This design comes from an exercise in tuning for small area, a short achievable clock period and few clock cycles per item on the open sky130 flow, not from production work. Function was checked by simulation only, so behaviour that the tests miss may differ from the original.

## ink_lane
module ink_lane (
    input  wire        clk,
    input  wire        rst,           
    input  wire        in_valid,
    output wire        in_ready,
    input  wire [31:0] in_src,
    input  wire        in_sfmt,       
    input  wire [31:0] in_gain,       
    input  wire        in_off,        
    input  wire        in_poison,
    input  wire        in_last,       
    output reg         out_valid,
    output reg  [31:0] out_data,
    output reg         out_poison,
    output reg         out_sat,
    output reg         out_nonfinite
);
For scale: ~7,000 cells after synthesis, ~280 flip-flops, about 110 I/O pins, roughly 0.047 sq mm of cells after synthesis.
clock: 50.0 ns
lec_check: 0
abc_area: 1
cap_margin: 20
core_margin: 2
core_utilization: 40
slew_margin: 20
standard.sh (not shown) runs the stock make flow with config.mk's settings and CLKGATE_MAP_FILE= SYNTH_SCRIPT=/design/flow/synth_recipe.tcl, a recipe that flattens the netlist after the stock synthesis.
==> flow/flow/run.sh <==
#!/bin/bash
set -euo pipefail
bash standard.sh SETUP_SLACK_MARGIN=38.8 finish > standard_flow.log 2>&1
Testbench counts at the start, summed over its fixed seeds: cycles 64,048, items 64,000.
Edit:
==> flow/run.sh (new file) <==
#!/bin/bash
# synth_recipe.tcl (not shown) runs the flow's synth.tcl, then flattens the netlist and writes it again
# the make line also repeats each setting of config.mk as NAME=value (left out here)
make -C /OpenROAD-flow-scripts/flow DESIGN_CONFIG=/design/flow/config.mk WORK_HOME=/design/flow/orfs CLKGATE_MAP_FILE= SYNTH_SCRIPT=/design/flow/synth_recipe.tcl finish
removed: flow/flow/run.sh
removed: flow/standard.sh
Worst setup slack degrades by 4.8 ns.
Area after synthesis is unchanged.
Synthesized cell count does not change.
Routed wire length falls by 4.6%.
Cell count falls by 2.5%.
Core utilization falls by 3.5 points.
Global-route usage falls by 1.0 points.
Via count falls by 3.5%.
Die area is unchanged.
Non-clock buffer count falls by 202.
Clock-buffer cell count does not change.


Another version of the RTL of ink_lane (not shown whole).
Size: ~6,700 cells after synthesis, ~280 flip-flops, about 110 I/O pins, roughly 45,000 um2 of cells after synthesis.
==> flow/config.mk <==
export PLATFORM = sky130hd
export DESIGN_NAME = ink_lane
export DESIGN_NICKNAME = ink_lane
export VERILOG_FILES = /design/flow/design.v
export SDC_FILE = /design/flow/constraint.sdc
export NUM_CORES = 4
export LEC_CHECK = 0
export ABC_AREA = 1
export CAP_MARGIN = 20
export CORE_MARGIN = 2
export CORE_UTILIZATION = 55
export SLEW_MARGIN = 20
==> flow/constraint.sdc <==
create_clock -name core_clock -period 50.0 [get_ports {clk}]
set_input_delay 10.0000 -clock core_clock [delete_from_list [all_inputs] [get_ports {clk}]]
set_output_delay 10.0000 -clock core_clock [all_outputs]
set_load 0.01 [all_outputs]
==> flow/flow/run.sh <==
#!/bin/bash
set -euo pipefail
bash standard.sh SETUP_SLACK_MARGIN=38.8 finish > standard_flow.log 2>&1
Testbench counts at the start, summed over its fixed seeds: cycles 64,048, items 64,000.
Next try:
CORE_UTILIZATION = 40   (was 55)
=> Design area came out higher by 1.5%; routed wire length came out higher by 9.2%; die area came out higher by 37%; core utilization came out lower by 16 points; setup slack degrades by 0.015 ns; hold slack degrades by 0.0045 ns; non-clock buffer count came out higher by 19; global-route usage came out lower by 8.9 points.


trial 73:
Another version of the RTL of ink_lane (not shown whole).
Size: ~6200 cells after synthesis, about 280 flip-flops, ~43000 um2 of cells after synthesis.
==> flow/config.mk <==
export PLATFORM = sky130hd
export DESIGN_NAME = ink_lane
export DESIGN_NICKNAME = ink_lane
export VERILOG_FILES = /design/flow/design.v
export SDC_FILE = /design/flow/constraint.sdc
export NUM_CORES = 4
export LEC_CHECK = 0
export ABC_AREA = 1
export CAP_MARGIN = 20
export CORE_MARGIN = 2
export CORE_UTILIZATION = 40
export SLEW_MARGIN = 20
==> flow/constraint.sdc <==
create_clock -name core_clock -period 50.0 [get_ports {clk}]
set_input_delay 10.0000 -clock core_clock [delete_from_list [all_inputs] [get_ports {clk}]]
set_output_delay 10.0000 -clock core_clock [all_outputs]
set_load 0.01 [all_outputs]
==> flow/flow/run.sh <==
#!/bin/bash
set -euo pipefail
W=$(pwd)
cat > "$W/synth_map.tcl" <<EOS
proc abc {args} {
  set i [lsearch \$args -script]
  if {\$i >= 0} { lset args [expr {\$i + 1}] $W/flow/abc_map.script }
  yosys abc {*}\$args
}
source $W/synth_recipe.tcl
EOS
bash standard.sh SYNTH_SCRIPT="$W/synth_map.tcl" synth > synth.log 2>&1
bash standard.sh SYNTH_SCRIPT="$W/synth_map.tcl" SETUP_SLACK_MARGIN=38.8 finish > layout.log 2>&1
==> flow/flow/abc_map.script <==
strash
dch
map -a
topo
stime -c
buffer -c
upsize -c
dnsize -c
Trial 73 finished all stages; the layout is clean.
Testbench counts of trial 73, summed over its fixed seeds: cycles 64,048, items 64,000.
### trial 73 -> build 64
==> flow/flow/run.sh <==
#!/bin/bash
set -euo pipefail
bash standard.sh SETUP_SLACK_MARGIN=38.8 finish > standard_flow.log 2>&1
removed: flow/flow/abc_map.script
==> run notes <==
Wire: build 64 routes more than trial 73
Against trial 73, die area in build 64 rose by a few percent.
Sort build 64 and trial 73 by utilization, ascending, and build 64 comes first.
Compared with trial 73, in build 64 number of standard-cell rows in the floorplan saw an increase; met3 demand-to-capacity share in global routing has increased; register area share after synthesis dropped 0.70 points; sequential share of layout area now smaller.
Taking trial 73 as the reference point, the wire length of the first global-routing pass of build 64 rises by 22 mm.

==> static timing again, ports no longer ideal <==
The results above use ideal ports. As a check the final layouts listed here were re-extracted and re-timed, cells and wires unchanged. Step 1 sets driving cells, clkbuf_16 on the clock port and buf_2 on the other inputs (assumed; they add their load-dependent delay and slew). Step 2 also shifts input and output timing later by t, the mid clock arrival at the registers, as if the neighbouring blocks saw the same clock. Three values: ideal, step 1, step 2; two values: the first two.
run	shift t [ns]	setup slack, ns	worst setup path after step 2	latest minus earliest clock arrival (ns)	worst data-port slew with drivers (ns)
the first run of note 1	0.659	38.814 / 38.740 / 38.930	register to register	0.067 / 0.066	0.04
the second run of note 1	0.660	34.051 / 34.051 / 34.051	register to register	0.065 / 0.066	0.04
the first run of note 2	0.635	38.843 / 38.776 / 39.103	input to register	0.028 / 0.027	0.05
the second run of note 2	0.669	38.828 / 38.757 / 39.147	input to register	0.059 / 0.059	0.06
trial 73	0.661	36.866 / 36.866 / 36.866	register to register	0.056 / 0.056	0.04
build 64	0.667	38.261 / 38.261 / 38.261	register to register	0.042 / 0.041	0.06
After both steps setup and hold are still met in every run listed.
